Background: an optimization exercise with open tools, aiming at small area, a short achievable clock period and few clock cycles. Do not read the settings as production practice. Function was not checked in any run shown here: the RTL went through the layout flow alone. No activity file was given, so power comes from the tool's default toggle rates.

`design/flow/design.v`:
```
module red_reduce (
    input  wire        clk,
    input  wire        rst,         
    input  wire        in_valid,
    output reg         in_ready,
    input  wire        in_first,    
    input  wire        in_last,     
    input  wire [7:0]  op,
    input  wire [23:0] p0,
    input  wire [23:0] p1,
    input  wire [23:0] a,
    input  wire        a_ok,
    input  wire [23:0] b,
    input  wire        b_ok,
    output reg         out_valid,
    output wire [23:0] r0,
    output wire [23:0] r1,
    output reg         r_ok,
    output reg         nsat,
    output reg         asat
);
    localparam [2:0] K_SUM   = 3'd0;
    localparam [2:0] K_MEAN  = 3'd1;
    localparam [2:0] K_MIN   = 3'd2;
    localparam [2:0] K_MAX   = 3'd3;
    localparam [2:0] K_COUNT = 3'd4;
    localparam [2:0] K_RMS   = 3'd6;
    localparam [2:0] K_DOT   = 3'd7;
    wire take = in_valid && in_ready && !rst;
    reg  [2:0]  kind_v;
    reg  [4:0]  sh_v;
    reg  [10:0] mv_v;
    wire [2:0]  e_kind = in_first ? op[2:0] : kind_v;
    wire        e_dot  = (e_kind == K_DOT);
    wire        e_rms  = (e_kind == K_RMS);
    reg         v1, f1, l1, u1;
    reg         mm1, mx1;     
    reg  [23:0] a1;
    reg  [11:0] bo1, bt1, bn1;    
    wire        e_mul = e_dot || e_rms;
    wire        e_mm  = (e_kind == K_MIN) || (e_kind == K_MAX);
    wire        e_gm  = take && a_ok && (b_ok || !e_dot) && e_mul;
    wire [23:0] e_y   = e_rms ? a : b;
    reg  [11:0] e_bo, e_bt, e_bn;
    reg         e_m1;
    integer     i;
    always @(*) begin
        for (i = 0; i < 12; i = i + 1) begin
            e_m1    = (i == 0) ? 1'b0 : e_y[2*i-1];
            e_bn[i] = e_gm & e_y[2*i+1];
            e_bo[i] = e_gm ? (e_y[2*i] ^ e_m1) : (i == 0) && take && a_ok && !e_mul && !e_mm;
            e_bt[i] = e_gm & ((e_y[2*i+1] & ~e_y[2*i] & ~e_m1) | (~e_y[2*i+1] & e_y[2*i] & e_m1));
        end
    end
    always @(posedge clk) begin
        v1 <= take;
        if (take && in_first) begin
            kind_v <= op[2:0];
            sh_v   <= p0[4:0];
            mv_v   <= (op[2:0] == K_SUM || op[2:0] == K_DOT) ? p1[10:0] : p0[10:0];
        end
        f1  <= take && in_first;
        l1  <= in_last;
        u1  <= take && a_ok && (b_ok || !e_dot);
        mm1 <= e_mm;
        mx1 <= (e_kind == K_MAX);
        a1  <= a;
        bo1 <= e_bo;
        bt1 <= e_bt;
        bn1 <= e_bn;
    end
    localparam [57:0] PB_NEG = 58'h3ff555556000000;    
    reg  [311:0] bu;              
    reg  [11:0]  nb;              
    reg  [24:0]  mag;
    reg  [25:0]  pp;
    always @(*) begin
        for (i = 0; i < 12; i = i + 1) begin
            mag   = bo1[i] ? {a1[23], a1} : bt1[i] ? {a1, 1'b0} : 25'd0;
            pp    = bn1[i] ? ~{mag[24], mag} : {mag[24], mag};
            bu[26*i +: 26] = {~pp[25], pp[24:0]};
            nb[i] = bn1[i];
        end
    end
    wire dt1 = bu[16] ^ bu[40];
    wire dt2 = bu[16] & bu[40];
    wire dt3 = bu[17] ^ bu[41];
    wire dt4 = bu[17] & bu[41];
    wire dt5 = bu[18] ^ bu[42] ^ bu[66];
    wire dt6 = (bu[18] & bu[42]) | (bu[18] & bu[66]) | (bu[42] & bu[66]);
    wire dt7 = bu[90] ^ bu[114];
    wire dt8 = bu[90] & bu[114];
    wire dt9 = bu[19] ^ bu[43] ^ bu[67];
    wire dt10 = (bu[19] & bu[43]) | (bu[19] & bu[67]) | (bu[43] & bu[67]);
    wire dt11 = bu[91] ^ bu[115];
    wire dt12 = bu[91] & bu[115];
    wire dt13 = bu[20] ^ bu[44] ^ bu[68];
    wire dt14 = (bu[20] & bu[44]) | (bu[20] & bu[68]) | (bu[44] & bu[68]);
    wire dt15 = bu[92] ^ bu[116] ^ bu[140];
    wire dt16 = (bu[92] & bu[116]) | (bu[92] & bu[140]) | (bu[116] & bu[140]);
    wire dt17 = bu[164] ^ bu[188];
    wire dt18 = bu[164] & bu[188];
    wire dt19 = bu[21] ^ bu[45] ^ bu[69];
    wire dt20 = (bu[21] & bu[45]) | (bu[21] & bu[69]) | (bu[45] & bu[69]);
    wire dt21 = bu[93] ^ bu[117] ^ bu[141];
    wire dt22 = (bu[93] & bu[117]) | (bu[93] & bu[141]) | (bu[117] & bu[141]);
    wire dt23 = bu[165] ^ bu[189];
    wire dt24 = bu[165] & bu[189];
    wire dt25 = bu[22] ^ bu[46] ^ bu[70];
    wire dt26 = (bu[22] & bu[46]) | (bu[22] & bu[70]) | (bu[46] & bu[70]);
    wire dt27 = bu[94] ^ bu[118] ^ bu[142];
    wire dt28 = (bu[94] & bu[118]) | (bu[94] & bu[142]) | (bu[118] & bu[142]);
    wire dt29 = bu[166] ^ bu[190] ^ bu[214];
    wire dt30 = (bu[166] & bu[190]) | (bu[166] & bu[214]) | (bu[190] & bu[214]);
    wire dt31 = bu[238] ^ bu[262];
    wire dt32 = bu[238] & bu[262];
    wire dt33 = bu[23] ^ bu[47] ^ bu[71];
    wire dt34 = (bu[23] & bu[47]) | (bu[23] & bu[71]) | (bu[47] & bu[71]);
    wire dt35 = bu[95] ^ bu[119] ^ bu[143];
    wire dt36 = (bu[95] & bu[119]) | (bu[95] & bu[143]) | (bu[119] & bu[143]);
    wire dt37 = bu[167] ^ bu[191] ^ bu[215];
    wire dt38 = (bu[167] & bu[191]) | (bu[167] & bu[215]) | (bu[191] & bu[215]);
    wire dt39 = bu[239] ^ bu[263];
    wire dt40 = bu[239] & bu[263];
    wire dt41 = bu[24] ^ bu[48] ^ bu[72];
    wire dt42 = (bu[24] & bu[48]) | (bu[24] & bu[72]) | (bu[48] & bu[72]);
    wire dt43 = bu[96] ^ bu[120] ^ bu[144];
    wire dt44 = (bu[96] & bu[120]) | (bu[96] & bu[144]) | (bu[120] & bu[144]);
    wire dt45 = bu[168] ^ bu[192] ^ bu[216];
    wire dt46 = (bu[168] & bu[192]) | (bu[168] & bu[216]) | (bu[192] & bu[216]);
    wire dt47 = bu[240] ^ bu[264];
    wire dt48 = bu[240] & bu[264];
    wire dt49 = bu[25] ^ bu[49] ^ bu[73];
    wire dt50 = (bu[25] & bu[49]) | (bu[25] & bu[73]) | (bu[49] & bu[73]);
    wire dt51 = bu[97] ^ bu[121] ^ bu[145];
    wire dt52 = (bu[97] & bu[121]) | (bu[97] & bu[145]) | (bu[121] & bu[145]);
    wire dt53 = bu[169] ^ bu[193] ^ bu[217];
    wire dt54 = (bu[169] & bu[193]) | (bu[169] & bu[217]) | (bu[193] & bu[217]);
    wire dt55 = bu[241] ^ bu[265];
    wire dt56 = bu[241] & bu[265];
    wire dt57 = bu[50] ^ bu[74] ^ bu[98];
    wire dt58 = (bu[50] & bu[74]) | (bu[50] & bu[98]) | (bu[74] & bu[98]);
    wire dt59 = bu[122] ^ bu[146] ^ bu[170];
    wire dt60 = (bu[122] & bu[146]) | (bu[122] & bu[170]) | (bu[146] & bu[170]);
    wire dt61 = bu[194] ^ bu[218] ^ bu[242];
    wire dt62 = (bu[194] & bu[218]) | (bu[194] & bu[242]) | (bu[218] & bu[242]);
    wire dt63 = bu[51] ^ bu[75] ^ bu[99];
    wire dt64 = (bu[51] & bu[75]) | (bu[51] & bu[99]) | (bu[75] & bu[99]);
    wire dt65 = bu[123] ^ bu[147] ^ bu[171];
    wire dt66 = (bu[123] & bu[147]) | (bu[123] & bu[171]) | (bu[147] & bu[171]);
    wire dt67 = bu[195] ^ bu[219];
    wire dt68 = bu[195] & bu[219];
    wire dt69 = bu[76] ^ bu[100] ^ bu[124];
    wire dt70 = (bu[76] & bu[100]) | (bu[76] & bu[124]) | (bu[100] & bu[124]);
    wire dt71 = bu[148] ^ bu[172] ^ bu[196];
    wire dt72 = (bu[148] & bu[172]) | (bu[148] & bu[196]) | (bu[172] & bu[196]);
    wire dt73 = bu[77] ^ bu[101] ^ bu[125];
    wire dt74 = (bu[77] & bu[101]) | (bu[77] & bu[125]) | (bu[101] & bu[125]);
    wire dt75 = bu[149] ^ bu[173];
    wire dt76 = bu[149] & bu[173];
    wire dt77 = bu[102] ^ bu[126] ^ bu[150];
    wire dt78 = (bu[102] & bu[126]) | (bu[102] & bu[150]) | (bu[126] & bu[150]);
    wire dt79 = bu[103] ^ bu[127];
    wire dt80 = bu[103] & bu[127];
    wire dt81 = bu[10] ^ bu[34];
    wire dt82 = bu[10] & bu[34];
    wire dt83 = bu[11] ^ bu[35];
    wire dt84 = bu[11] & bu[35];
    wire dt85 = bu[12] ^ bu[36] ^ bu[60];
    wire dt86 = (bu[12] & bu[36]) | (bu[12] & bu[60]) | (bu[36] & bu[60]);
    wire dt87 = bu[84] ^ bu[108];
    wire dt88 = bu[84] & bu[108];
    wire dt89 = bu[13] ^ bu[37] ^ bu[61];
    wire dt90 = (bu[13] & bu[37]) | (bu[13] & bu[61]) | (bu[37] & bu[61]);
    wire dt91 = bu[85] ^ bu[109];
    wire dt92 = bu[85] & bu[109];
    wire dt93 = bu[14] ^ bu[38] ^ bu[62];
    wire dt94 = (bu[14] & bu[38]) | (bu[14] & bu[62]) | (bu[38] & bu[62]);
    wire dt95 = bu[86] ^ bu[110] ^ bu[134];
    wire dt96 = (bu[86] & bu[110]) | (bu[86] & bu[134]) | (bu[110] & bu[134]);
    wire dt97 = bu[158] ^ bu[182];
    wire dt98 = bu[158] & bu[182];
    wire dt99 = bu[15] ^ bu[39] ^ bu[63];
    wire dt100 = (bu[15] & bu[39]) | (bu[15] & bu[63]) | (bu[39] & bu[63]);
    wire dt101 = bu[87] ^ bu[111] ^ bu[135];
    wire dt102 = (bu[87] & bu[111]) | (bu[87] & bu[135]) | (bu[111] & bu[135]);
    wire dt103 = bu[159] ^ bu[183];
    wire dt104 = bu[159] & bu[183];
    wire dt105 = bu[64] ^ bu[88] ^ bu[112];
    wire dt106 = (bu[64] & bu[88]) | (bu[64] & bu[112]) | (bu[88] & bu[112]);
    wire dt107 = bu[136] ^ bu[160] ^ bu[184];
    wire dt108 = (bu[136] & bu[160]) | (bu[136] & bu[184]) | (bu[160] & bu[184]);
    wire dt109 = bu[208] ^ nb[8] ^ dt1;
    wire dt110 = (bu[208] & nb[8]) | (bu[208] & dt1) | (nb[8] & dt1);
    wire dt111 = bu[65] ^ bu[89] ^ bu[113];
    wire dt112 = (bu[65] & bu[89]) | (bu[65] & bu[113]) | (bu[89] & bu[113]);
    wire dt113 = bu[137] ^ bu[161] ^ bu[185];
    wire dt114 = (bu[137] & bu[161]) | (bu[137] & bu[185]) | (bu[161] & bu[185]);
    wire dt115 = bu[209] ^ dt3 ^ dt2;
    wire dt116 = (bu[209] & dt3) | (bu[209] & dt2) | (dt3 & dt2);
    wire dt117 = bu[138] ^ bu[162] ^ bu[186];
    wire dt118 = (bu[138] & bu[162]) | (bu[138] & bu[186]) | (bu[162] & bu[186]);
    wire dt119 = bu[210] ^ bu[234] ^ nb[9];
    wire dt120 = (bu[210] & bu[234]) | (bu[210] & nb[9]) | (bu[234] & nb[9]);
    wire dt121 = dt5 ^ dt7 ^ dt4;
    wire dt122 = (dt5 & dt7) | (dt5 & dt4) | (dt7 & dt4);
    wire dt123 = bu[139] ^ bu[163] ^ bu[187];
    wire dt124 = (bu[139] & bu[163]) | (bu[139] & bu[187]) | (bu[163] & bu[187]);
    wire dt125 = bu[211] ^ bu[235] ^ dt9;
    wire dt126 = (bu[211] & bu[235]) | (bu[211] & dt9) | (bu[235] & dt9);
    wire dt127 = dt11 ^ dt6 ^ dt8;
    wire dt128 = (dt11 & dt6) | (dt11 & dt8) | (dt6 & dt8);
    wire dt129 = bu[212] ^ bu[236] ^ bu[260];
    wire dt130 = (bu[212] & bu[236]) | (bu[212] & bu[260]) | (bu[236] & bu[260]);
    wire dt131 = nb[10] ^ dt13 ^ dt15;
    wire dt132 = (nb[10] & dt13) | (nb[10] & dt15) | (dt13 & dt15);
    wire dt133 = dt17 ^ dt10 ^ dt12;
    wire dt134 = (dt17 & dt10) | (dt17 & dt12) | (dt10 & dt12);
    wire dt135 = bu[213] ^ bu[237] ^ bu[261];
    wire dt136 = (bu[213] & bu[237]) | (bu[213] & bu[261]) | (bu[237] & bu[261]);
    wire dt137 = dt19 ^ dt21 ^ dt23;
    wire dt138 = (dt19 & dt21) | (dt19 & dt23) | (dt21 & dt23);
    wire dt139 = dt14 ^ dt16 ^ dt18;
    wire dt140 = (dt14 & dt16) | (dt14 & dt18) | (dt16 & dt18);
    wire dt141 = bu[286] ^ nb[11] ^ dt25;
    wire dt142 = (bu[286] & nb[11]) | (bu[286] & dt25) | (nb[11] & dt25);
    wire dt143 = dt27 ^ dt29 ^ dt31;
    wire dt144 = (dt27 & dt29) | (dt27 & dt31) | (dt29 & dt31);
    wire dt145 = dt20 ^ dt22 ^ dt24;
    wire dt146 = (dt20 & dt22) | (dt20 & dt24) | (dt22 & dt24);
    wire dt147 = bu[287] ^ dt33 ^ dt35;
    wire dt148 = (bu[287] & dt33) | (bu[287] & dt35) | (dt33 & dt35);
    wire dt149 = dt37 ^ dt39 ^ dt26;
    wire dt150 = (dt37 & dt39) | (dt37 & dt26) | (dt39 & dt26);
    wire dt151 = dt28 ^ dt30 ^ dt32;
    wire dt152 = (dt28 & dt30) | (dt28 & dt32) | (dt30 & dt32);
    wire dt153 = bu[288] ^ dt41 ^ dt43;
    wire dt154 = (bu[288] & dt41) | (bu[288] & dt43) | (dt41 & dt43);
    wire dt155 = dt45 ^ dt47 ^ dt34;
    wire dt156 = (dt45 & dt47) | (dt45 & dt34) | (dt47 & dt34);
    wire dt157 = dt36 ^ dt38 ^ dt40;
    wire dt158 = (dt36 & dt38) | (dt36 & dt40) | (dt38 & dt40);
    wire dt159 = bu[289] ^ dt49 ^ dt51;
    wire dt160 = (bu[289] & dt49) | (bu[289] & dt51) | (dt49 & dt51);
    wire dt161 = dt53 ^ dt55 ^ dt42;
    wire dt162 = (dt53 & dt55) | (dt53 & dt42) | (dt55 & dt42);
    wire dt163 = dt44 ^ dt46 ^ dt48;
    wire dt164 = (dt44 & dt46) | (dt44 & dt48) | (dt46 & dt48);
    wire dt165 = bu[266] ^ bu[290] ^ dt57;
    wire dt166 = (bu[266] & bu[290]) | (bu[266] & dt57) | (bu[290] & dt57);
    wire dt167 = dt59 ^ dt61 ^ dt50;
    wire dt168 = (dt59 & dt61) | (dt59 & dt50) | (dt61 & dt50);
    wire dt169 = dt52 ^ dt54 ^ dt56;
    wire dt170 = (dt52 & dt54) | (dt52 & dt56) | (dt54 & dt56);
    wire dt171 = bu[243] ^ bu[267] ^ bu[291];
    wire dt172 = (bu[243] & bu[267]) | (bu[243] & bu[291]) | (bu[267] & bu[291]);
    wire dt173 = dt63 ^ dt65 ^ dt67;
    wire dt174 = (dt63 & dt65) | (dt63 & dt67) | (dt65 & dt67);
    wire dt175 = dt58 ^ dt60 ^ dt62;
    wire dt176 = (dt58 & dt60) | (dt58 & dt62) | (dt60 & dt62);
    wire dt177 = bu[220] ^ bu[244] ^ bu[268];
    wire dt178 = (bu[220] & bu[244]) | (bu[220] & bu[268]) | (bu[244] & bu[268]);
    wire dt179 = bu[292] ^ dt69 ^ dt71;
    wire dt180 = (bu[292] & dt69) | (bu[292] & dt71) | (dt69 & dt71);
    wire dt181 = dt64 ^ dt66 ^ dt68;
    wire dt182 = (dt64 & dt66) | (dt64 & dt68) | (dt66 & dt68);
    wire dt183 = bu[197] ^ bu[221] ^ bu[245];
    wire dt184 = (bu[197] & bu[221]) | (bu[197] & bu[245]) | (bu[221] & bu[245]);
    wire dt185 = bu[269] ^ bu[293] ^ dt73;
    wire dt186 = (bu[269] & bu[293]) | (bu[269] & dt73) | (bu[293] & dt73);
    wire dt187 = dt75 ^ dt70 ^ dt72;
    wire dt188 = (dt75 & dt70) | (dt75 & dt72) | (dt70 & dt72);
    wire dt189 = bu[174] ^ bu[198] ^ bu[222];
    wire dt190 = (bu[174] & bu[198]) | (bu[174] & bu[222]) | (bu[198] & bu[222]);
    wire dt191 = bu[246] ^ bu[270] ^ bu[294];
    wire dt192 = (bu[246] & bu[270]) | (bu[246] & bu[294]) | (bu[270] & bu[294]);
    wire dt193 = dt77 ^ dt74 ^ dt76;
    wire dt194 = (dt77 & dt74) | (dt77 & dt76) | (dt74 & dt76);
    wire dt195 = bu[151] ^ bu[175] ^ bu[199];
    wire dt196 = (bu[151] & bu[175]) | (bu[151] & bu[199]) | (bu[175] & bu[199]);
    wire dt197 = bu[223] ^ bu[247] ^ bu[271];
    wire dt198 = (bu[223] & bu[247]) | (bu[223] & bu[271]) | (bu[247] & bu[271]);
    wire dt199 = bu[295] ^ dt79 ^ dt78;
    wire dt200 = (bu[295] & dt79) | (bu[295] & dt78) | (dt79 & dt78);
    wire dt201 = bu[128] ^ bu[152] ^ bu[176];
    wire dt202 = (bu[128] & bu[152]) | (bu[128] & bu[176]) | (bu[152] & bu[176]);
    wire dt203 = bu[200] ^ bu[224] ^ bu[248];
    wire dt204 = (bu[200] & bu[224]) | (bu[200] & bu[248]) | (bu[224] & bu[248]);
    wire dt205 = bu[272] ^ bu[296] ^ dt80;
    wire dt206 = (bu[272] & bu[296]) | (bu[272] & dt80) | (bu[296] & dt80);
    wire dt207 = bu[129] ^ bu[153] ^ bu[177];
    wire dt208 = (bu[129] & bu[153]) | (bu[129] & bu[177]) | (bu[153] & bu[177]);
    wire dt209 = bu[201] ^ bu[225] ^ bu[249];
    wire dt210 = (bu[201] & bu[225]) | (bu[201] & bu[249]) | (bu[225] & bu[249]);
    wire dt211 = bu[273] ^ bu[297];
    wire dt212 = bu[273] & bu[297];
    wire dt213 = bu[154] ^ bu[178] ^ bu[202];
    wire dt214 = (bu[154] & bu[178]) | (bu[154] & bu[202]) | (bu[178] & bu[202]);
    wire dt215 = bu[226] ^ bu[250] ^ bu[274];
    wire dt216 = (bu[226] & bu[250]) | (bu[226] & bu[274]) | (bu[250] & bu[274]);
    wire dt217 = bu[155] ^ bu[179] ^ bu[203];
    wire dt218 = (bu[155] & bu[179]) | (bu[155] & bu[203]) | (bu[179] & bu[203]);
    wire dt219 = bu[227] ^ bu[251];
    wire dt220 = bu[227] & bu[251];
    wire dt221 = bu[180] ^ bu[204] ^ bu[228];
    wire dt222 = (bu[180] & bu[204]) | (bu[180] & bu[228]) | (bu[204] & bu[228]);
    wire dt223 = bu[181] ^ bu[205];
    wire dt224 = bu[181] & bu[205];
    wire dt225 = bu[6] ^ bu[30];
    wire dt226 = bu[6] & bu[30];
    wire dt227 = bu[7] ^ bu[31];
    wire dt228 = bu[7] & bu[31];
    wire dt229 = bu[8] ^ bu[32] ^ bu[56];
    wire dt230 = (bu[8] & bu[32]) | (bu[8] & bu[56]) | (bu[32] & bu[56]);
    wire dt231 = bu[80] ^ bu[104];
    wire dt232 = bu[80] & bu[104];
    wire dt233 = bu[9] ^ bu[33] ^ bu[57];
    wire dt234 = (bu[9] & bu[33]) | (bu[9] & bu[57]) | (bu[33] & bu[57]);
    wire dt235 = bu[81] ^ bu[105];
    wire dt236 = bu[81] & bu[105];
    wire dt237 = bu[58] ^ bu[82] ^ bu[106];
    wire dt238 = (bu[58] & bu[82]) | (bu[58] & bu[106]) | (bu[82] & bu[106]);
    wire dt239 = bu[130] ^ nb[5] ^ dt81;
    wire dt240 = (bu[130] & nb[5]) | (bu[130] & dt81) | (nb[5] & dt81);
    wire dt241 = bu[59] ^ bu[83] ^ bu[107];
    wire dt242 = (bu[59] & bu[83]) | (bu[59] & bu[107]) | (bu[83] & bu[107]);
    wire dt243 = bu[131] ^ dt83 ^ dt82;
    wire dt244 = (bu[131] & dt83) | (bu[131] & dt82) | (dt83 & dt82);
    wire dt245 = bu[132] ^ bu[156] ^ nb[6];
    wire dt246 = (bu[132] & bu[156]) | (bu[132] & nb[6]) | (bu[156] & nb[6]);
    wire dt247 = dt85 ^ dt87 ^ dt84;
    wire dt248 = (dt85 & dt87) | (dt85 & dt84) | (dt87 & dt84);
    wire dt249 = bu[133] ^ bu[157] ^ dt89;
    wire dt250 = (bu[133] & bu[157]) | (bu[133] & dt89) | (bu[157] & dt89);
    wire dt251 = dt91 ^ dt86 ^ dt88;
    wire dt252 = (dt91 & dt86) | (dt91 & dt88) | (dt86 & dt88);
    wire dt253 = nb[7] ^ dt93 ^ dt95;
    wire dt254 = (nb[7] & dt93) | (nb[7] & dt95) | (dt93 & dt95);
    wire dt255 = dt97 ^ dt90 ^ dt92;
    wire dt256 = (dt97 & dt90) | (dt97 & dt92) | (dt90 & dt92);
    wire dt257 = dt99 ^ dt101 ^ dt103;
    wire dt258 = (dt99 & dt101) | (dt99 & dt103) | (dt101 & dt103);
    wire dt259 = dt94 ^ dt96 ^ dt98;
    wire dt260 = (dt94 & dt96) | (dt94 & dt98) | (dt96 & dt98);
    wire dt261 = dt105 ^ dt107 ^ dt109;
    wire dt262 = (dt105 & dt107) | (dt105 & dt109) | (dt107 & dt109);
    wire dt263 = dt100 ^ dt102 ^ dt104;
    wire dt264 = (dt100 & dt102) | (dt100 & dt104) | (dt102 & dt104);
    wire dt265 = dt111 ^ dt113 ^ dt115;
    wire dt266 = (dt111 & dt113) | (dt111 & dt115) | (dt113 & dt115);
    wire dt267 = dt106 ^ dt108 ^ dt110;
    wire dt268 = (dt106 & dt108) | (dt106 & dt110) | (dt108 & dt110);
    wire dt269 = dt117 ^ dt119 ^ dt121;
    wire dt270 = (dt117 & dt119) | (dt117 & dt121) | (dt119 & dt121);
    wire dt271 = dt112 ^ dt114 ^ dt116;
    wire dt272 = (dt112 & dt114) | (dt112 & dt116) | (dt114 & dt116);
    wire dt273 = dt123 ^ dt125 ^ dt127;
    wire dt274 = (dt123 & dt125) | (dt123 & dt127) | (dt125 & dt127);
    wire dt275 = dt118 ^ dt120 ^ dt122;
    wire dt276 = (dt118 & dt120) | (dt118 & dt122) | (dt120 & dt122);
    wire dt277 = dt129 ^ dt131 ^ dt133;
    wire dt278 = (dt129 & dt131) | (dt129 & dt133) | (dt131 & dt133);
    wire dt279 = dt124 ^ dt126 ^ dt128;
    wire dt280 = (dt124 & dt126) | (dt124 & dt128) | (dt126 & dt128);
    wire dt281 = dt135 ^ dt137 ^ dt139;
    wire dt282 = (dt135 & dt137) | (dt135 & dt139) | (dt137 & dt139);
    wire dt283 = dt130 ^ dt132 ^ dt134;
    wire dt284 = (dt130 & dt132) | (dt130 & dt134) | (dt132 & dt134);
    wire dt285 = dt141 ^ dt143 ^ dt145;
    wire dt286 = (dt141 & dt143) | (dt141 & dt145) | (dt143 & dt145);
    wire dt287 = dt136 ^ dt138 ^ dt140;
    wire dt288 = (dt136 & dt138) | (dt136 & dt140) | (dt138 & dt140);
    wire dt289 = dt147 ^ dt149 ^ dt151;
    wire dt290 = (dt147 & dt149) | (dt147 & dt151) | (dt149 & dt151);
    wire dt291 = dt142 ^ dt144 ^ dt146;
    wire dt292 = (dt142 & dt144) | (dt142 & dt146) | (dt144 & dt146);
    wire dt293 = dt153 ^ dt155 ^ dt157;
    wire dt294 = (dt153 & dt155) | (dt153 & dt157) | (dt155 & dt157);
    wire dt295 = dt148 ^ dt150 ^ dt152;
    wire dt296 = (dt148 & dt150) | (dt148 & dt152) | (dt150 & dt152);
    wire dt297 = dt159 ^ dt161 ^ dt163;
    wire dt298 = (dt159 & dt161) | (dt159 & dt163) | (dt161 & dt163);
    wire dt299 = dt154 ^ dt156 ^ dt158;
    wire dt300 = (dt154 & dt156) | (dt154 & dt158) | (dt156 & dt158);
    wire dt301 = dt165 ^ dt167 ^ dt169;
    wire dt302 = (dt165 & dt167) | (dt165 & dt169) | (dt167 & dt169);
    wire dt303 = dt160 ^ dt162 ^ dt164;
    wire dt304 = (dt160 & dt162) | (dt160 & dt164) | (dt162 & dt164);
    wire dt305 = dt171 ^ dt173 ^ dt175;
    wire dt306 = (dt171 & dt173) | (dt171 & dt175) | (dt173 & dt175);
    wire dt307 = dt166 ^ dt168 ^ dt170;
    wire dt308 = (dt166 & dt168) | (dt166 & dt170) | (dt168 & dt170);
    wire dt309 = dt177 ^ dt179 ^ dt181;
    wire dt310 = (dt177 & dt179) | (dt177 & dt181) | (dt179 & dt181);
    wire dt311 = dt172 ^ dt174 ^ dt176;
    wire dt312 = (dt172 & dt174) | (dt172 & dt176) | (dt174 & dt176);
    wire dt313 = dt183 ^ dt185 ^ dt187;
    wire dt314 = (dt183 & dt185) | (dt183 & dt187) | (dt185 & dt187);
    wire dt315 = dt178 ^ dt180 ^ dt182;
    wire dt316 = (dt178 & dt180) | (dt178 & dt182) | (dt180 & dt182);
    wire dt317 = dt189 ^ dt191 ^ dt193;
    wire dt318 = (dt189 & dt191) | (dt189 & dt193) | (dt191 & dt193);
    wire dt319 = dt184 ^ dt186 ^ dt188;
    wire dt320 = (dt184 & dt186) | (dt184 & dt188) | (dt186 & dt188);
    wire dt321 = dt195 ^ dt197 ^ dt199;
    wire dt322 = (dt195 & dt197) | (dt195 & dt199) | (dt197 & dt199);
    wire dt323 = dt190 ^ dt192 ^ dt194;
    wire dt324 = (dt190 & dt192) | (dt190 & dt194) | (dt192 & dt194);
    wire dt325 = dt201 ^ dt203 ^ dt205;
    wire dt326 = (dt201 & dt203) | (dt201 & dt205) | (dt203 & dt205);
    wire dt327 = dt196 ^ dt198 ^ dt200;
    wire dt328 = (dt196 & dt198) | (dt196 & dt200) | (dt198 & dt200);
    wire dt329 = dt207 ^ dt209 ^ dt211;
    wire dt330 = (dt207 & dt209) | (dt207 & dt211) | (dt209 & dt211);
    wire dt331 = dt202 ^ dt204 ^ dt206;
    wire dt332 = (dt202 & dt204) | (dt202 & dt206) | (dt204 & dt206);
    wire dt333 = bu[298] ^ dt213 ^ dt215;
    wire dt334 = (bu[298] & dt213) | (bu[298] & dt215) | (dt213 & dt215);
    wire dt335 = dt208 ^ dt210 ^ dt212;
    wire dt336 = (dt208 & dt210) | (dt208 & dt212) | (dt210 & dt212);
    wire dt337 = bu[275] ^ bu[299] ^ dt217;
    wire dt338 = (bu[275] & bu[299]) | (bu[275] & dt217) | (bu[299] & dt217);
    wire dt339 = dt219 ^ dt214 ^ dt216;
    wire dt340 = (dt219 & dt214) | (dt219 & dt216) | (dt214 & dt216);
    wire dt341 = bu[252] ^ bu[276] ^ bu[300];
    wire dt342 = (bu[252] & bu[276]) | (bu[252] & bu[300]) | (bu[276] & bu[300]);
    wire dt343 = dt221 ^ dt218 ^ dt220;
    wire dt344 = (dt221 & dt218) | (dt221 & dt220) | (dt218 & dt220);
    wire dt345 = bu[229] ^ bu[253] ^ bu[277];
    wire dt346 = (bu[229] & bu[253]) | (bu[229] & bu[277]) | (bu[253] & bu[277]);
    wire dt347 = bu[301] ^ dt223 ^ dt222;
    wire dt348 = (bu[301] & dt223) | (bu[301] & dt222) | (dt223 & dt222);
    wire dt349 = bu[206] ^ bu[230] ^ bu[254];
    wire dt350 = (bu[206] & bu[230]) | (bu[206] & bu[254]) | (bu[230] & bu[254]);
    wire dt351 = bu[278] ^ bu[302] ^ dt224;
    wire dt352 = (bu[278] & bu[302]) | (bu[278] & dt224) | (bu[302] & dt224);
    wire dt353 = bu[207] ^ bu[231] ^ bu[255];
    wire dt354 = (bu[207] & bu[231]) | (bu[207] & bu[255]) | (bu[231] & bu[255]);
    wire dt355 = bu[279] ^ bu[303];
    wire dt356 = bu[279] & bu[303];
    wire dt357 = bu[232] ^ bu[256] ^ bu[280];
    wire dt358 = (bu[232] & bu[256]) | (bu[232] & bu[280]) | (bu[256] & bu[280]);
    wire dt359 = bu[233] ^ bu[257];
    wire dt360 = bu[233] & bu[257];
    wire dt361 = bu[4] ^ bu[28];
    wire dt362 = bu[4] & bu[28];
    wire dt363 = bu[5] ^ bu[29];
    wire dt364 = bu[5] & bu[29];
    wire dt365 = bu[54] ^ bu[78] ^ nb[3];
    wire dt366 = (bu[54] & bu[78]) | (bu[54] & nb[3]) | (bu[78] & nb[3]);
    wire dt367 = bu[55] ^ bu[79] ^ dt227;
    wire dt368 = (bu[55] & bu[79]) | (bu[55] & dt227) | (bu[79] & dt227);
    wire dt369 = nb[4] ^ dt229 ^ dt231;
    wire dt370 = (nb[4] & dt229) | (nb[4] & dt231) | (dt229 & dt231);
    wire dt371 = dt233 ^ dt235 ^ dt230;
    wire dt372 = (dt233 & dt235) | (dt233 & dt230) | (dt235 & dt230);
    wire dt373 = dt237 ^ dt239 ^ dt234;
    wire dt374 = (dt237 & dt239) | (dt237 & dt234) | (dt239 & dt234);
    wire dt375 = dt241 ^ dt243 ^ dt238;
    wire dt376 = (dt241 & dt243) | (dt241 & dt238) | (dt243 & dt238);
    wire dt377 = dt245 ^ dt247 ^ dt242;
    wire dt378 = (dt245 & dt247) | (dt245 & dt242) | (dt247 & dt242);
    wire dt379 = dt249 ^ dt251 ^ dt246;
    wire dt380 = (dt249 & dt251) | (dt249 & dt246) | (dt251 & dt246);
    wire dt381 = dt253 ^ dt255 ^ dt250;
    wire dt382 = (dt253 & dt255) | (dt253 & dt250) | (dt255 & dt250);
    wire dt383 = dt257 ^ dt259 ^ dt254;
    wire dt384 = (dt257 & dt259) | (dt257 & dt254) | (dt259 & dt254);
    wire dt385 = dt261 ^ dt263 ^ dt258;
    wire dt386 = (dt261 & dt263) | (dt261 & dt258) | (dt263 & dt258);
    wire dt387 = dt265 ^ dt267 ^ dt262;
    wire dt388 = (dt265 & dt267) | (dt265 & dt262) | (dt267 & dt262);
    wire dt389 = dt269 ^ dt271 ^ dt266;
    wire dt390 = (dt269 & dt271) | (dt269 & dt266) | (dt271 & dt266);
    wire dt391 = dt273 ^ dt275 ^ dt270;
    wire dt392 = (dt273 & dt275) | (dt273 & dt270) | (dt275 & dt270);
    wire dt393 = dt277 ^ dt279 ^ dt274;
    wire dt394 = (dt277 & dt279) | (dt277 & dt274) | (dt279 & dt274);
    wire dt395 = dt281 ^ dt283 ^ dt278;
    wire dt396 = (dt281 & dt283) | (dt281 & dt278) | (dt283 & dt278);
    wire dt397 = dt285 ^ dt287 ^ dt282;
    wire dt398 = (dt285 & dt287) | (dt285 & dt282) | (dt287 & dt282);
    wire dt399 = dt289 ^ dt291 ^ dt286;
    wire dt400 = (dt289 & dt291) | (dt289 & dt286) | (dt291 & dt286);
    wire dt401 = dt293 ^ dt295 ^ dt290;
    wire dt402 = (dt293 & dt295) | (dt293 & dt290) | (dt295 & dt290);
    wire dt403 = dt297 ^ dt299 ^ dt294;
    wire dt404 = (dt297 & dt299) | (dt297 & dt294) | (dt299 & dt294);
    wire dt405 = dt301 ^ dt303 ^ dt298;
    wire dt406 = (dt301 & dt303) | (dt301 & dt298) | (dt303 & dt298);
    wire dt407 = dt305 ^ dt307 ^ dt302;
    wire dt408 = (dt305 & dt307) | (dt305 & dt302) | (dt307 & dt302);
    wire dt409 = dt309 ^ dt311 ^ dt306;
    wire dt410 = (dt309 & dt311) | (dt309 & dt306) | (dt311 & dt306);
    wire dt411 = dt313 ^ dt315 ^ dt310;
    wire dt412 = (dt313 & dt315) | (dt313 & dt310) | (dt315 & dt310);
    wire dt413 = dt317 ^ dt319 ^ dt314;
    wire dt414 = (dt317 & dt319) | (dt317 & dt314) | (dt319 & dt314);
    wire dt415 = dt321 ^ dt323 ^ dt318;
    wire dt416 = (dt321 & dt323) | (dt321 & dt318) | (dt323 & dt318);
    wire dt417 = dt325 ^ dt327 ^ dt322;
    wire dt418 = (dt325 & dt327) | (dt325 & dt322) | (dt327 & dt322);
    wire dt419 = dt329 ^ dt331 ^ dt326;
    wire dt420 = (dt329 & dt331) | (dt329 & dt326) | (dt331 & dt326);
    wire dt421 = dt333 ^ dt335 ^ dt330;
    wire dt422 = (dt333 & dt335) | (dt333 & dt330) | (dt335 & dt330);
    wire dt423 = dt337 ^ dt339 ^ dt334;
    wire dt424 = (dt337 & dt339) | (dt337 & dt334) | (dt339 & dt334);
    wire dt425 = dt341 ^ dt343 ^ dt338;
    wire dt426 = (dt341 & dt343) | (dt341 & dt338) | (dt343 & dt338);
    wire dt427 = dt345 ^ dt347 ^ dt342;
    wire dt428 = (dt345 & dt347) | (dt345 & dt342) | (dt347 & dt342);
    wire dt429 = dt349 ^ dt351 ^ dt346;
    wire dt430 = (dt349 & dt351) | (dt349 & dt346) | (dt351 & dt346);
    wire dt431 = dt353 ^ dt355 ^ dt350;
    wire dt432 = (dt353 & dt355) | (dt353 & dt350) | (dt355 & dt350);
    wire dt433 = bu[304] ^ dt357 ^ dt354;
    wire dt434 = (bu[304] & dt357) | (bu[304] & dt354) | (dt357 & dt354);
    wire dt435 = bu[281] ^ bu[305] ^ dt359;
    wire dt436 = (bu[281] & bu[305]) | (bu[281] & dt359) | (bu[305] & dt359);
    wire dt437 = bu[258] ^ bu[282] ^ bu[306];
    wire dt438 = (bu[258] & bu[282]) | (bu[258] & bu[306]) | (bu[282] & bu[306]);
    wire dt439 = bu[259] ^ bu[283];
    wire dt440 = bu[259] & bu[283];
    wire dt441 = bu[2] ^ bu[26];
    wire dt442 = bu[2] & bu[26];
    wire dt443 = bu[3] ^ bu[27];
    wire dt444 = bu[3] & bu[27];
    wire dt445 = bu[52] ^ nb[2] ^ dt361;
    wire dt446 = (bu[52] & nb[2]) | (bu[52] & dt361) | (nb[2] & dt361);
    wire dt447 = bu[53] ^ dt363 ^ dt362;
    wire dt448 = (bu[53] & dt363) | (bu[53] & dt362) | (dt363 & dt362);
    wire dt449 = dt225 ^ dt365 ^ dt364;
    wire dt450 = (dt225 & dt365) | (dt225 & dt364) | (dt365 & dt364);
    wire dt451 = dt226 ^ dt367 ^ dt366;
    wire dt452 = (dt226 & dt367) | (dt226 & dt366) | (dt367 & dt366);
    wire dt453 = dt228 ^ dt369 ^ dt368;
    wire dt454 = (dt228 & dt369) | (dt228 & dt368) | (dt369 & dt368);
    wire dt455 = dt232 ^ dt371 ^ dt370;
    wire dt456 = (dt232 & dt371) | (dt232 & dt370) | (dt371 & dt370);
    wire dt457 = dt236 ^ dt373 ^ dt372;
    wire dt458 = (dt236 & dt373) | (dt236 & dt372) | (dt373 & dt372);
    wire dt459 = dt240 ^ dt375 ^ dt374;
    wire dt460 = (dt240 & dt375) | (dt240 & dt374) | (dt375 & dt374);
    wire dt461 = dt244 ^ dt377 ^ dt376;
    wire dt462 = (dt244 & dt377) | (dt244 & dt376) | (dt377 & dt376);
    wire dt463 = dt248 ^ dt379 ^ dt378;
    wire dt464 = (dt248 & dt379) | (dt248 & dt378) | (dt379 & dt378);
    wire dt465 = dt252 ^ dt381 ^ dt380;
    wire dt466 = (dt252 & dt381) | (dt252 & dt380) | (dt381 & dt380);
    wire dt467 = dt256 ^ dt383 ^ dt382;
    wire dt468 = (dt256 & dt383) | (dt256 & dt382) | (dt383 & dt382);
    wire dt469 = dt260 ^ dt385 ^ dt384;
    wire dt470 = (dt260 & dt385) | (dt260 & dt384) | (dt385 & dt384);
    wire dt471 = dt264 ^ dt387 ^ dt386;
    wire dt472 = (dt264 & dt387) | (dt264 & dt386) | (dt387 & dt386);
    wire dt473 = dt268 ^ dt389 ^ dt388;
    wire dt474 = (dt268 & dt389) | (dt268 & dt388) | (dt389 & dt388);
    wire dt475 = dt272 ^ dt391 ^ dt390;
    wire dt476 = (dt272 & dt391) | (dt272 & dt390) | (dt391 & dt390);
    wire dt477 = dt276 ^ dt393 ^ dt392;
    wire dt478 = (dt276 & dt393) | (dt276 & dt392) | (dt393 & dt392);
    wire dt479 = dt280 ^ dt395 ^ dt394;
    wire dt480 = (dt280 & dt395) | (dt280 & dt394) | (dt395 & dt394);
    wire dt481 = dt284 ^ dt397 ^ dt396;
    wire dt482 = (dt284 & dt397) | (dt284 & dt396) | (dt397 & dt396);
    wire dt483 = dt288 ^ dt399 ^ dt398;
    wire dt484 = (dt288 & dt399) | (dt288 & dt398) | (dt399 & dt398);
    wire dt485 = dt292 ^ dt401 ^ dt400;
    wire dt486 = (dt292 & dt401) | (dt292 & dt400) | (dt401 & dt400);
    wire dt487 = dt296 ^ dt403 ^ dt402;
    wire dt488 = (dt296 & dt403) | (dt296 & dt402) | (dt403 & dt402);
    wire dt489 = dt300 ^ dt405 ^ dt404;
    wire dt490 = (dt300 & dt405) | (dt300 & dt404) | (dt405 & dt404);
    wire dt491 = dt304 ^ dt407 ^ dt406;
    wire dt492 = (dt304 & dt407) | (dt304 & dt406) | (dt407 & dt406);
    wire dt493 = dt308 ^ dt409 ^ dt408;
    wire dt494 = (dt308 & dt409) | (dt308 & dt408) | (dt409 & dt408);
    wire dt495 = dt312 ^ dt411 ^ dt410;
    wire dt496 = (dt312 & dt411) | (dt312 & dt410) | (dt411 & dt410);
    wire dt497 = dt316 ^ dt413 ^ dt412;
    wire dt498 = (dt316 & dt413) | (dt316 & dt412) | (dt413 & dt412);
    wire dt499 = dt320 ^ dt415 ^ dt414;
    wire dt500 = (dt320 & dt415) | (dt320 & dt414) | (dt415 & dt414);
    wire dt501 = dt324 ^ dt417 ^ dt416;
    wire dt502 = (dt324 & dt417) | (dt324 & dt416) | (dt417 & dt416);
    wire dt503 = dt328 ^ dt419 ^ dt418;
    wire dt504 = (dt328 & dt419) | (dt328 & dt418) | (dt419 & dt418);
    wire dt505 = dt332 ^ dt421 ^ dt420;
    wire dt506 = (dt332 & dt421) | (dt332 & dt420) | (dt421 & dt420);
    wire dt507 = dt336 ^ dt423 ^ dt422;
    wire dt508 = (dt336 & dt423) | (dt336 & dt422) | (dt423 & dt422);
    wire dt509 = dt340 ^ dt425 ^ dt424;
    wire dt510 = (dt340 & dt425) | (dt340 & dt424) | (dt425 & dt424);
    wire dt511 = dt344 ^ dt427 ^ dt426;
    wire dt512 = (dt344 & dt427) | (dt344 & dt426) | (dt427 & dt426);
    wire dt513 = dt348 ^ dt429 ^ dt428;
    wire dt514 = (dt348 & dt429) | (dt348 & dt428) | (dt429 & dt428);
    wire dt515 = dt352 ^ dt431 ^ dt430;
    wire dt516 = (dt352 & dt431) | (dt352 & dt430) | (dt431 & dt430);
    wire dt517 = dt356 ^ dt433 ^ dt432;
    wire dt518 = (dt356 & dt433) | (dt356 & dt432) | (dt433 & dt432);
    wire dt519 = dt358 ^ dt435 ^ dt434;
    wire dt520 = (dt358 & dt435) | (dt358 & dt434) | (dt435 & dt434);
    wire dt521 = dt360 ^ dt437 ^ dt436;
    wire dt522 = (dt360 & dt437) | (dt360 & dt436) | (dt437 & dt436);
    wire dt523 = bu[307] ^ dt439 ^ dt438;
    wire dt524 = (bu[307] & dt439) | (bu[307] & dt438) | (dt439 & dt438);
    wire dt525 = bu[284] ^ bu[308] ^ dt440;
    wire dt526 = (bu[284] & bu[308]) | (bu[284] & dt440) | (bu[308] & dt440);
    wire dt527 = bu[285] ^ bu[309];
    wire dt528 = bu[285] & bu[309];
    wire [47:0] mt_s = {bu[311], bu[310], dt527, dt525, dt523, dt521, dt519, dt517, dt515, dt513, dt511, dt509, dt507, dt505, dt503, dt501, dt499, dt497, dt495, dt493, dt491, dt489, dt487, dt485, dt483, dt481, dt479, dt477, dt475, dt473, dt471, dt469, dt467, dt465, dt463, dt461, dt459, dt457, dt455, dt453, dt451, dt449, dt447, dt445, dt443, nb[1], bu[1], bu[0]};
    wire [47:0] mt_c = {1'b0, dt528, dt526, dt524, dt522, dt520, dt518, dt516, dt514, dt512, dt510, dt508, dt506, dt504, dt502, dt500, dt498, dt496, dt494, dt492, dt490, dt488, dt486, dt484, dt482, dt480, dt478, dt476, dt474, dt472, dt470, dt468, dt466, dt464, dt462, dt460, dt458, dt456, dt454, dt452, dt450, dt448, dt446, dt444, dt442, dt441, 1'b0, nb[0]};
    reg         v2, f2, l2, u2, mm2, mx2;
    reg  [47:0] ps, pc;           
    reg  [23:0] am;               
    always @(posedge clk) begin
        v2  <= v1 && !rst;
        f2  <= f1;
        l2  <= l1;
        u2  <= u1;
        mm2 <= mm1;
        mx2 <= mx1;
        ps  <= mt_s;
        pc  <= mt_c;
        am  <= a1;
    end
    reg  signed [57:0] acc;       
    reg  [10:0] cnt;              
    reg  [9:0]  idx;              
    reg  [2:0]  ka;
    reg  [4:0]  sha;
    reg  [10:0] mva;
    reg         full;             
    wire [10:0] cnt_base = f2 ? 11'd0 : cnt;
    wire [9:0]  idx_base = f2 ? 10'd0 : idx;
    wire [57:0] acc_base = f2 ? 58'd0 : acc;
    wire signed [23:0] pa   = am;
    wire signed [23:0] best = acc[23:0];
    wire        better = mx2 ? (pa > best) : (pa < best);
    wire [57:0] acc_sum = acc_base + {10'd0, ps} + {10'd0, pc} + PB_NEG;
    always @(posedge clk) begin
        idx <= idx_base + {9'd0, v2};
        cnt <= cnt_base + {10'd0, u2};
        if (f2) begin
            ka  <= kind_v;
            sha <= sh_v;
            mva <= mv_v;
        end
        if (mm2 && u2 && (cnt_base == 11'd0 || better))
            acc <= {24'd0, idx_base, pa};
        else
            acc <= acc_sum;
    end
    localparam [2:0] P_RUP  = 3'd0;    
    localparam [2:0] P_SHR  = 3'd1;    
    localparam [2:0] P_DIV  = 3'd2;
    localparam [2:0] P_RND  = 3'd3;    
    localparam [2:0] P_SQL  = 3'd4;    
    localparam [2:0] P_ROOT = 3'd5;
    localparam [2:0] P_NRW  = 3'd6;    
    localparam [2:0] P_OUT  = 3'd7;
    reg  [2:0]  ph;
    reg  [2:0]  fk;               
    reg  [47:0] W;                
    reg  [9:0]  R;                
    reg  [10:0] C;                
    reg  [25:0] X;                
    reg  [23:0] Y;                
    reg  [4:0]  fi;               
    reg         sq_en;            
    reg         neg;              
    reg  [6:0]  frem;             
    reg  [1:0]  pend;             
    assign r0 = W[23:0];
    assign r1 = {14'd0, W[33:24]};
    wire cap = full && (frem <= 7'd1);
    wire        minv_met = cnt >= ((mva == 11'd0) ? 11'd1 : mva);
    wire        acc_ovf  = !((&acc[57:47]) || !(|acc[57:47]));
    wire [47:0] acc_sat  = acc_ovf ? (acc[57] ? 48'h8000_0000_0000 : 48'h7FFF_FFFF_FFFF) : acc[47:0];
    wire [33:0] acc_abs  = acc[33:0] ^ {34{acc[57]}};
    wire [4:0]  nshift   = {2'd0, sha[4:2]} + {3'd0, sha[1:0]};    
    reg  [6:0]  F_cyc;
    always @(*) begin
        F_cyc = 7'd1;
        if (minv_met || ka == K_COUNT)
            case (ka)
                K_SUM, K_DOT: F_cyc = {2'd0, nshift} + 7'd2;
                K_MEAN:       F_cyc = 7'd15;
                K_RMS:        F_cyc = 7'd28;
                default:      F_cyc = 7'd1;
            endcase
    end
    reg  [9:0]  dv_r;
    reg  [47:0] dv_w;
    reg  [10:0] dv_t;
    reg  [11:0] dv_d;
    integer     j;
    always @(*) begin
        dv_r = R;
        dv_w = W;
        for (j = 0; j < 2; j = j + 1) begin
            dv_t = {dv_r, dv_w[47]};
            dv_d = {1'b0, dv_t} - {1'b0, C};
            dv_w = {dv_w[46:0], !dv_d[11]};
            dv_r = dv_d[11] ? dv_t[9:0] : dv_d[9:0];
        end
    end
    wire [12:0] rnd_d  = {2'b0, R, neg} + {12'd0, neg} - {2'b0, C} - {12'd0, !W[0]};
    wire        div_up = !rnd_d[12];
    wire [27:0] sq_t = {X, W[1:0]};
    wire [28:0] sq_d = {1'b0, sq_t} - {3'd0, Y, 2'b01};
    wire [25:0] sq_r = sq_d[28] ? sq_t[25:0] : sq_d[25:0];
    wire [23:0] sq_y = {Y[22:0], !sq_d[28]};
    wire [26:0] rt_d  = {1'b0, X} - {3'd0, Y} - {26'd0, !sq_en};
    wire        rt_up = !rt_d[26];
    wire        sh4    = X[4:2] != 3'd0;
    wire [47:0] shr_w  = sh4 ? {{4{W[47]}}, W[47:4]} : {W[47], W[47:1]};
    wire        shr_g  = sh4 ? W[3] : W[0];
    wire        shr_s  = X[6] | X[5] | (sh4 ? (|W[2:0]) : 1'b0);
    wire [4:0]  shr_c  = X[4:0] - (sh4 ? 5'd4 : 5'd1);
    wire        n_rnd  = X[5] && (X[6] || W[0]);
    wire        q_in   = (&W[47:23]) || !(|W[47:23]);
    wire        n_hi   = !W[47] && (!q_in || (n_rnd && (&W[22:0])));
    wire        n_lo   = W[47] && !q_in && !(n_rnd && (&W[47:24]) && !W[23] && (&W[22:0]));
    reg  [23:0] inc_a;
    reg         inc_b;
    always @(*) begin
        case (ph)
            P_RND:   begin
                inc_a = neg ? ~W[23:0] : W[23:0];
                inc_b = neg ? !sq_en : sq_en;
            end
            P_ROOT:  begin inc_a = Y;        inc_b = neg; end
            default: begin inc_a = W[23:0];  inc_b = n_rnd; end
        endcase
    end
    wire [24:0] inc = {1'b0, inc_a} + {24'd0, inc_b};
    wire [1:0] pend_n = pend + {1'b0, take && in_last} - {1'b0, cap};
    reg  [6:0] frem_n;
    always @(*) begin
        if (cap)              frem_n = F_cyc;
        else if (frem != 0)   frem_n = frem - 7'd1;
        else                  frem_n = 7'd0;
    end
    always @(posedge clk) begin
        if (rst) begin
            full      <= 1'b0;
            pend      <= 2'd0;
            frem      <= 7'd0;
            ph        <= P_OUT;
            out_valid <= 1'b0;
            in_ready  <= 1'b1;
        end else begin
            pend      <= pend_n;
            frem      <= frem_n;
            in_ready  <= !((pend_n >= 2'd2) || (pend_n == 2'd1 && frem_n > 7'd3) ||
                           (take && in_first && in_last));
            out_valid <= (frem_n == 7'd1);
            if (v2 && l2)
                full <= 1'b1;
            else if (cap)
                full <= 1'b0;
            if (cap)
                ph <= (ka == K_COUNT || !minv_met) ? P_OUT :
                      (ka == K_SUM || ka == K_DOT) ? ((sha == 5'd0) ? P_NRW : P_SHR) :
                      (ka == K_MEAN || ka == K_RMS) ? P_DIV : P_OUT;
            else
                case (ph)
                    P_SHR:  if (shr_c == 5'd0) ph <= P_NRW;
                    P_DIV:  if (fi == 5'd0) ph <= P_SQL;
                    P_SQL:  ph <= (fk == K_MEAN) ? P_RND : P_RUP;
                    P_RUP:  ph <= P_ROOT;
                    P_NRW, P_RND, P_ROOT: ph <= P_OUT;
                    default: ;
                endcase
        end
    end
    always @(posedge clk) begin
        if (cap) begin
            fk    <= ka;
            sq_en <= 1'b0;
            r_ok  <= 1'b0;
            nsat  <= 1'b0;
            asat  <= 1'b0;
            W     <= 48'd0;
            if (ka == K_COUNT) begin
                W    <= {37'd0, cnt};
                r_ok <= 1'b1;
            end else if (minv_met) begin
                case (ka)
                    K_MIN, K_MAX: begin
                        W    <= {14'd0, acc[33:0]};
                        r_ok <= 1'b1;
                    end
                    K_SUM, K_DOT: begin
                        W    <= acc_sat;
                        asat <= acc_ovf;
                        X    <= {19'd0, 2'b00, sha};
                    end
                    K_MEAN: begin
                        neg  <= acc[57];
                        W    <= {acc_abs[23:0], 24'd0};
                        R    <= acc_abs[33:24];
                        C    <= cnt;
                        fi   <= 5'd11;
                    end
                    default: begin    
                        neg  <= 1'b0;
                        W    <= acc[47:0];
                        R    <= acc[57:48];
                        C    <= cnt;
                        X    <= 26'd0;
                        Y    <= 24'd0;
                        fi   <= 5'd23;
                    end
                endcase
            end
        end else begin
            case (ph)
                P_SHR: begin
                    W <= shr_w;
                    X <= {19'd0, shr_s, shr_g, shr_c};
                end
                P_NRW: begin
                    r_ok <= 1'b1;
                    nsat <= n_hi || n_lo;
                    W    <= {24'd0, n_hi ? 24'h7FFFFF : n_lo ? 24'h800000 : inc[23:0]};
                end
                P_DIV: begin
                    W     <= dv_w;
                    R     <= dv_r;
                    fi    <= fi - 5'd1;
                    sq_en <= 1'b1;
                    if (sq_en) begin
                        X <= sq_r;
                        Y <= sq_y;
                    end
                end
                P_SQL: begin
                    X     <= sq_r;
                    Y     <= sq_y;
                    sq_en <= div_up;
                end
                P_RND: begin
                    r_ok <= 1'b1;
                    W    <= {24'd0, inc[23:0]};
                end
                P_RUP: neg <= rt_up;
                P_ROOT: begin
                    r_ok <= 1'b1;
                    if (inc[24] || inc[23]) begin
                        W    <= {24'd0, 24'h7FFFFF};
                        nsat <= 1'b1;
                    end else begin
                        W    <= {24'd0, inc[23:0]};
                    end
                end
                default: ;
            endcase
        end
    end
endmodule
```
`design/flow/flow/run.sh`:
```
#!/bin/bash
# Standard layout, with repair_timing aiming for extra setup slack so that the
# achieved period shrinks, and port buffers of an ordinary buffer cell; the
# constraints (SDC, clock period) are the design's.
set -euo pipefail
bash standard.sh "BUFFER_PORTS_ARGS=-buffer_cell sky130_fd_sc_hd__buf_2" SETUP_SLACK_MARGIN=9 finish > orfs_make.log 2>&1
```
`design/flow/standard.sh`:
```
#!/bin/bash
# synth_recipe.tcl (not shown) runs the flow's synth.tcl, then flattens the netlist and writes it again
# the make line also repeats each setting of config.mk as NAME=value (left out here)
make -C /OpenROAD-flow-scripts/flow DESIGN_CONFIG=/design/flow/config.mk WORK_HOME=/design/flow/orfs CLKGATE_MAP_FILE= SYNTH_SCRIPT=/design/flow/synth_recipe.tcl "${@:-finish}"
```
`design/flow/config.mk`:
```
export PLATFORM = sky130hd
export DESIGN_NAME = red_reduce
export DESIGN_NICKNAME = red_reduce
export VERILOG_FILES = /design/flow/design.v
export SDC_FILE = /design/flow/constraint.sdc
export NUM_CORES = 4
export LEC_CHECK = 0
export CAP_MARGIN = 20
export CORE_MARGIN = 2
export CORE_UTILIZATION = 40
export SLEW_MARGIN = 20
```
`design/flow/constraint.sdc`:
```
create_clock -name core_clock -period 14.0 [get_ports {clk}]
set_input_delay 2.8000 -clock core_clock [delete_from_list [all_inputs] [get_ports {clk}]]
set_output_delay 2.8000 -clock core_clock [all_outputs]
set_load 0.01 [all_outputs]
```
==> flow_summary.yaml, run 1 <==
yosys:
  synth.area.top_cells: "dfxtp_1 14%, fa_1 13%, edfxtp_1 12%, ha_1 9.8%, xor2_1 5.3%"
  synth_cells: 4705
  synth_area_per_cell_sq_um: 8.74
  synth_top_cell_area_share_pct: 13.9
  yosys_most_used_dff: "dfxtp_1"
  synth_edf_count: 168
  async_reset_ff_share_pct: 0
  synth_top_area_cell: "dfxtp_1"
  yosysMostFrequentCell: "nand2_1"
  yosysSeqAreaShare_pct: 26.2
  ys_ff_latch: 454
  synthTopCellsByCount: "531 x nand2_1, 504 x inv_1, 323 x ha_1"
  synth_cell_types: 88
  synth_area_sq_um: 41100
  yosysWarnings: 1
cells_and_area:
  drive_above_1_share_pct: 8.62
  area_growth_pct: 8.70
  design_area_sq_um: 44700
  final_nets: 5353
  n_fill_cell: 10066
placed_design:
  io_buffers: 118
  place_ws_ns: 8.39
  dpl-instance-area_sq_um: 42600
  gp_congestion: 0.917
  hpwl_mm: 88.3
timing:
  rsz0062_at_grt: "yes"
  drv_slew: 0
  fin_worst_skew_ns: 0.0443
  fin_setup_tns_ns: 0
  timing.hold.ws_ns: 0.302
  slew_headroom_pct: 25.7
  fin_crit_sh_pct: 34.7
  hold_viol_final: 0
  fin_ws_ns: 9.14
  timing.fmax_ghz: 0.206
  setup-violations-final: 0
  worstMarginPinSlew_ns: 1.11
  period_needed_ns: 4.86
floorplanning:
  num_rows: 117
  core_sq_um: 102000
  die_area_sq_um: 105000
  die_w_um: 325
  boundaryPins: 164
  die_h_um: 325
  start_util_pct: 40.3
pwr:
  power_density_nw_per_um2: 183
  ir_drop_v: 0.000114
  total_power_w: 0.00816
  leakage_nw: 18.9
clock_network:
  cts.path.max_buffers: 3
  tritoncts: "built"
  cts.sinks: 454
  htree_levels: 2
  cts-hold-fix-buffers: 0
  clkLatencyLatePin_ns: 0.67
  cts_made_buffers: 54
  root_buffer: "clkbuf_16"
  clk_pin_slew_ns: 0.06
critical_path:
  crit_path_end_kind: "register"
  critPathKind: "register to register"
  cp.arrival_ns: 5.42
  cp_max_fo: 80
  cp-start-kind: "register"
  crit_required_ns: 14.57
run:
  max_cap_viol_count: 0
global_routing:
  grt.overflow.total: 0
  grt_pass1_vias: 33050
  antenna_found_initial: 1
  grt_pass1_wl_mm: 192
  grtUsageTotal_pct: 23.0
  grt_max_degree: 81
detailed_routing:
  vias_per_cell: 5.51
  remaining_drc_errors: 0
  wl_per_cell_um: 20.4
  drtPass1Iterations: 6
  routed_wl_mm: 123
  vias: 33395
  ant_nets: 0
  drt_iter0_drc: 2711
min_path:
  holdCritPathClass: "register to register"
outcome:
  status: "timing/DRC/antenna clean"
[logic make-up (layout without fill, tap and decap cells)]
| kind of cell | after synthesis | count (layout) | synth area share (%) |
|---|---|---|---|
| buffers and inverters | 834 | 805 | 8.23 |
| flip-flops | 454 | 454 | 26.2 |
| AO/OA/AOI/OAI | 1087 | 1087 | 16.8 |
| other | 1 | 15 | 0.00912 |
| adder cells (fa/ha/maj) | 597 | 597 | 23.2 |
| AND/OR/NAND/NOR | 1181 | 1181 | 13.5 |
| multiplexers | 65 | 65 | 1.72 |
| XOR/XNOR | 486 | 486 | 10.4 |
[flip-flops by register name, indices dropped and copies added, names as in the netlist, 7 cells and up]
| register | cells |
|---|---|
| bt1 | 12 |
| C | 11 |
| am | 24 |
| R | 10 |
| mva | 11 |
| ps | 48 |
| pc | 46 |
| X | 26 |
| Y | 24 |
| W | 48 |
| acc | 58 |
| a1 | 24 |
| bo1 | 12 |
| mv_v | 11 |
| bn1 | 12 |
| frem | 7 |
| idx | 10 |
| cnt | 11 |
[placed cells by master (no fill, tap or decap), drive strengths merged, types with 67 or more instances in the layout]
| cell | count |
|---|---|
| nand2 | 531 |
| inv | 512 |
| ha | 323 |
| o21ai | 307 |
| dfxtp | 286 |
| fa | 274 |
| a21oi | 262 |
| xor2 | 248 |
| xnor2 | 238 |
| nor2 | 227 |
| buf | 200 |
| a22oi | 188 |
| edfxtp | 168 |
| clkbuf | 70 |
| nor2b | 67 |
[routing by layer]
layer / vias up / track usage (%) / wire (um)
met5: - / 0 / 0
met4: 0 / 9.06 / 4900
met3: 295 / 3.43 / 9030
met2: 1389 / 37.1 / 55500
met1: 15910 / 30.8 / 53800
li1: 15801 / - / -
[worst paths after layout]
| check | to | cells after the start | slack (ns) | start |
|---|---|---|---|---|
| worst max-delay path | acc[51] | 15 | 9.14 | f2 |
| worst max register to register | acc[51] | 15 | 9.14 | f2 |
| worst min-delay path | mx2 | 0 | 0.30 | mx1 |
| worst min register to register | mx2 | 0 | 0.30 | mx1 |
[power breakdown]
part,total (W),leakage [nW],switching [W],internal [W]
Clock,0.00152,0.920,0.000627,0.000890
Sequential,0.00223,3.91,0.000446,0.00178
Combinational,0.00441,14.0,0.00260,0.00182
[area by class of cell]
cell class	instances	area (sq um)	share of cell area [%]
clock inverter	30	343	0.767
timing repair buffer	200	1230	2.76
multi-input combinational	3430	27200	60.8
sequential	454	10800	24.1
clock buffer	70	1570	3.51
antenna	1	2.50	0.00560
inverter	505	1900	4.24
tap	1368	1710	3.83
[worst max-delay path, cell delays in order (launching register included)]
cell and delay [ns]:
dfxtp_4 0.53, buf_16 0.32, nor2b_1 0.10, fa_1 0.40
fa_1 0.46, ha_1 0.41, a21o_1 0.20, a21o_1 0.17
a21oi_1 0.18, o21ai_0 0.23, a2111oi_4 0.42, nor2_1 0.14
a221oi_2 0.43, a21boi_0 0.19, or3_1 0.33, a21oi_1 0.17
[stage by stage]
step	cells	utilization, %
global route	6058	43.9
floorplan	4718	-
detailed placement	5954	41.8
finish	6058	43.9
CTS	6054	43.8
global placement	5954	41.8
[timing repair]
| item | in CTS | in global routing |
|---|---|---|
| endpoints found under the setup margin | 27 | 28 |
| buffers inserted | 0 | 3 |
| resized for setup | 8 | 12 |
| pin swaps | 0 | 1 |
==> run 2, diff against run 1 <==
--- a/design/flow/flow/run.sh
+++ b/design/flow/flow/run.sh
@@ -5,2 +5,2 @@
 set -euo pipefail
-bash standard.sh "BUFFER_PORTS_ARGS=-buffer_cell sky130_fd_sc_hd__buf_2" SETUP_SLACK_MARGIN=9 finish > orfs_make.log 2>&1
+bash standard.sh "BUFFER_PORTS_ARGS=-buffer_cell sky130_fd_sc_hd__buf_2" SETUP_SLACK_MARGIN=9.25 finish > orfs_make.log 2>&1
==> flow_summary.yaml, run 2 <==
outcome:
  status: "timing/DRC/antenna clean"
yosys:
  yosys_most_used_dff: "dfxtp_1"
  yosys.area_share.simple_pct: 13.5
  synth_edf_count: 168
  synth_area_sq_um: 41100
  synthXorXnorAreaFrac_pct: 10.4
  yosys.area_share.adder_pct: 23.2
  synth_top_area_cell: "dfxtp_1"
  synth_cell_types: 88
  yosysMostFrequentCell: "nand2_1"
  synth_top_cell_area_share_pct: 13.9
  synthTopCellsByCount: "531 x nand2_1, 504 x inv_1, 323 x ha_1"
  synth.area.top_cells: "dfxtp_1 14%, fa_1 13%, edfxtp_1 12%, ha_1 9.8%, xor2_1 5.3%"
  ys_ff_latch: 454
  yosysSeqAreaShare_pct: 26.2
  async_reset_ff_share_pct: 0
  synth_area_per_cell_sq_um: 8.74
  synth_compound_area_share_pct: 16.8
  yosysWarnings: 1
  synth_cells: 4705
  synthMuxAreaShare_pct: 1.72
  synth_top_family_by_area: "adder cells"
critical_path:
  reg2reg_depth: 15
  worstSetupStartpoint: "acc[3]"
  crit_chain: "inv_1, nor2_1, fa_1, ha_1, ha_1, a211oi_1, o21bai_1, o41ai_4, nand3_4, a2111oi_4, nor2_1, a221oi_4, a21boi_0, or3_1, a21oi_1"
  r2r_slack_ns: 9.42
  path_buf_inv: 1
  critical_path.endpoint: "acc[51]"
  max_stage_delay_ns: 0.55
  cp.depth: 15
  worstReg2RegStart: "acc[3]"
  cp.arrival_ns: 5.14
  cp-start-kind: "register"
  r2r-end: "acc[51]"
  cpLargestDelayFamily: "compound AO/OA/AOI/OAI gates"
  cp_max_fo: 4
  crit_required_ns: 14.57
  critPathKind: "register to register"
  crit_path_end_kind: "register"
  critical-path-slowest-cell: "o41ai_4"
timing:
  hold_viol_final: 0
  timing.hold.ws_ns: 0.307
  rsz0062_at_grt: "yes"
  slew_headroom_pct: 23.2
  fin_setup_tns_ns: 0
  period_needed_ns: 4.58
  setup-violations-final: 0
  worstMarginPinSlew_ns: 1.15
  fin_crit_sh_pct: 32.7
  fin_worst_skew_ns: 0.0389
  timing.fmax_ghz: 0.218
  drv_slew: 0
cells_and_area:
  final_nets: 5365
  largest_register_ffs: 58
  largest_register: "acc"
  multi_input_area_sq_um: 27200
  seqCellArea_sq_um: 10800
  reg_top3: "acc x58, W x48, ps x48"
  n_fill_cell: 10058
  area_growth_pct: 9.59
  drive_above_1_share_pct: 9.16
  layout_common_cells: "530 x nand2_1, 503 x inv_1, 323 x ha_1, 287 x o21ai_0, 280 x dfxtp_1"
  final_common_cell: "nand2_1"
global_routing:
  grt_pass1_wl_mm: 192
  grt.overflow.total: 0
  grt_max_degree: 63
  antenna_found_initial: 1
  grt_pass1_vias: 33081
  grtUsageTotal_pct: 23.0
clock_network:
  clkLatencyLatePin_ns: 0.67
  cts-hold-fix-buffers: 0
  cts.sinks: 454
  cts.path.max_buffers: 3
  root_buffer: "clkbuf_16"
  cts_made_buffers: 55
  clk_pin_slew_ns: 0.06
  htree_levels: 2
  tritoncts: "built"
detailed_routing:
  ant_nets: 0
  drt_iter0_drc: 2891
  vias_per_cell: 5.50
  wl_per_cell_um: 20.4
  routed_wl_mm: 124
  vias: 33427
  drtPass1Iterations: 8
  remaining_drc_errors: 0
placed_design:
  hpwl_mm: 88.6
  gp_congestion: 0.918
  io_buffers: 118
floorplanning:
  die_w_um: 325
  die_area_sq_um: 105000
  boundaryPins: 164
  start_util_pct: 40.3
  num_rows: 117
  core_sq_um: 102000
  die_h_um: 325
min_path:
  hold_start: "mm1"
  holdCritPathClass: "register to register"
run:
  max_cap_viol_count: 0
pwr:
  ir_drop_v: 0.000121
  power_density_nw_per_um2: 184
  leakage_nw: 19.0
run 2: through the flow:
step / std cells / utilization (%) / area, sq um / setup slack (ns) / total power (W)
2_1_floorplan: 4718 / - / 41200 / 9.25 / 0.00544
3_3_place_gp: 5950 / 41.8 / 42600 / 8.09 / 0.00650
3_5_place_dp: 5950 / 41.8 / 42600 / 8.07 / 0.00656
4_1_cts: 6055 / 44.0 / 44800 / 9.23 / 0.00823
5_1_grt: 6071 / 44.2 / 45000 / 9.24 / 0.00893
6_report: 6073 / 44.2 / 45100 / 9.42 / 0.00828
run 2: repair_timing:
item | in CTS | in global routing
endpoints found under the setup margin | 47 | 78
pin swaps | 0 | 6
resized for setup | 21 | 20
cloned | 0 | 2
buffers inserted | 2 | 14
run 2: report_power, final:
part / switching (W) / internal [W]
clock network: 0.000619 / 0.000985
registers: 0.000439 / 0.00178
logic: 0.00263 / 0.00183
total: 0.00369 / 0.00460
run 2: cells by family (layout without fill, tap and decap cells):
| group | Yosys count | count (layout) |
|---|---|---|
| buffers and inverters | 834 | 819 |
| XOR/XNOR | 486 | 486 |
| AO/OA/AOI/OAI | 1087 | 1087 |
| other | 1 | 16 |
| adder cells (fa/ha/maj) | 597 | 597 |
| multiplexers | 65 | 65 |
| flip-flops | 454 | 454 |
| AND/OR/NAND/NOR | 1181 | 1181 |
run 2: metal layers:
layer  vias up  wire, um  global-route usage [%]
li1      15810         -                       -
met5         -         0                       0
met4         0      4820                    9.17
met1     16013     53800                    30.8
met2      1342     56200                    37.1
met3       262      9080                    3.84
run 2: area by class of cell:
cell class                 instances  area share [%]
tap                             1368            3.80
multi-input combinational       3430            60.4
sequential                       454            23.9
clock inverter                    27           0.839
timing repair inverter             1          0.0111
clock buffer                      76            3.71
antenna                            2          0.0111
inverter                         505            4.22
timing repair buffer             210            3.04
run 2: worst register-to-register path, stage by stage (launching register included):
cell       delay (ns)
dfxtp_2          0.38
inv_1            0.08
nor2_1           0.14
fa_1             0.44
ha_1             0.35
ha_1             0.32
a211oi_1         0.26
o21bai_1         0.18
o41ai_4          0.55
nand3_4          0.20
a2111oi_4        0.48
nor2_1           0.16
a221oi_4         0.34
a21boi_0         0.15
or3_1            0.32
a21oi_1          0.13
run 2: worst min path at each step:
stage / end / slack [ns] / cells past startpoint
4_1_cts: mm2 / 0.31 / 0
2_1_floorplan: f2 / 0.31 / 0
6_report: mm2 / 0.31 / 0
3_5_place_dp: f2 / 0.32 / 0
5_1_grt: mm2 / 0.34 / 0
3_3_place_gp: f2 / 0.31 / 0

[port drivers added, routing unchanged]
The results above use ideal ports. As a check the final layouts listed here were re-extracted and re-timed, cells and wires unchanged.
Step 1, drivers: a clkbuf_16 drives clk and a buf_2 each remaining input, both assumed.
Step 2 times the ports against the registers' clock, not the clock port: input delays grow and output delays shrink by t, the midpoint of the rising clock arrivals with the driver on.
Three values: no drivers, after step 1, after step 2; two values: the first two.
run	t, ns	slack for setup (ns)	worst hold slack (ns)	worst setup path at the end	pins driven straight from the clock port
run 1	0.715	9.145 / 9.145 / 8.780	0.302 / 0.302 / 0.302	input to register	1
run 2	0.720	9.423 / 9.423 / 9.262	0.307 / 0.307 / 0.307	input to register	1
After both steps setup and hold are still met in every run listed. The setup slack of run 1, which loses most, moves by 0.000 ns with the drivers and by -0.365 ns with both steps.
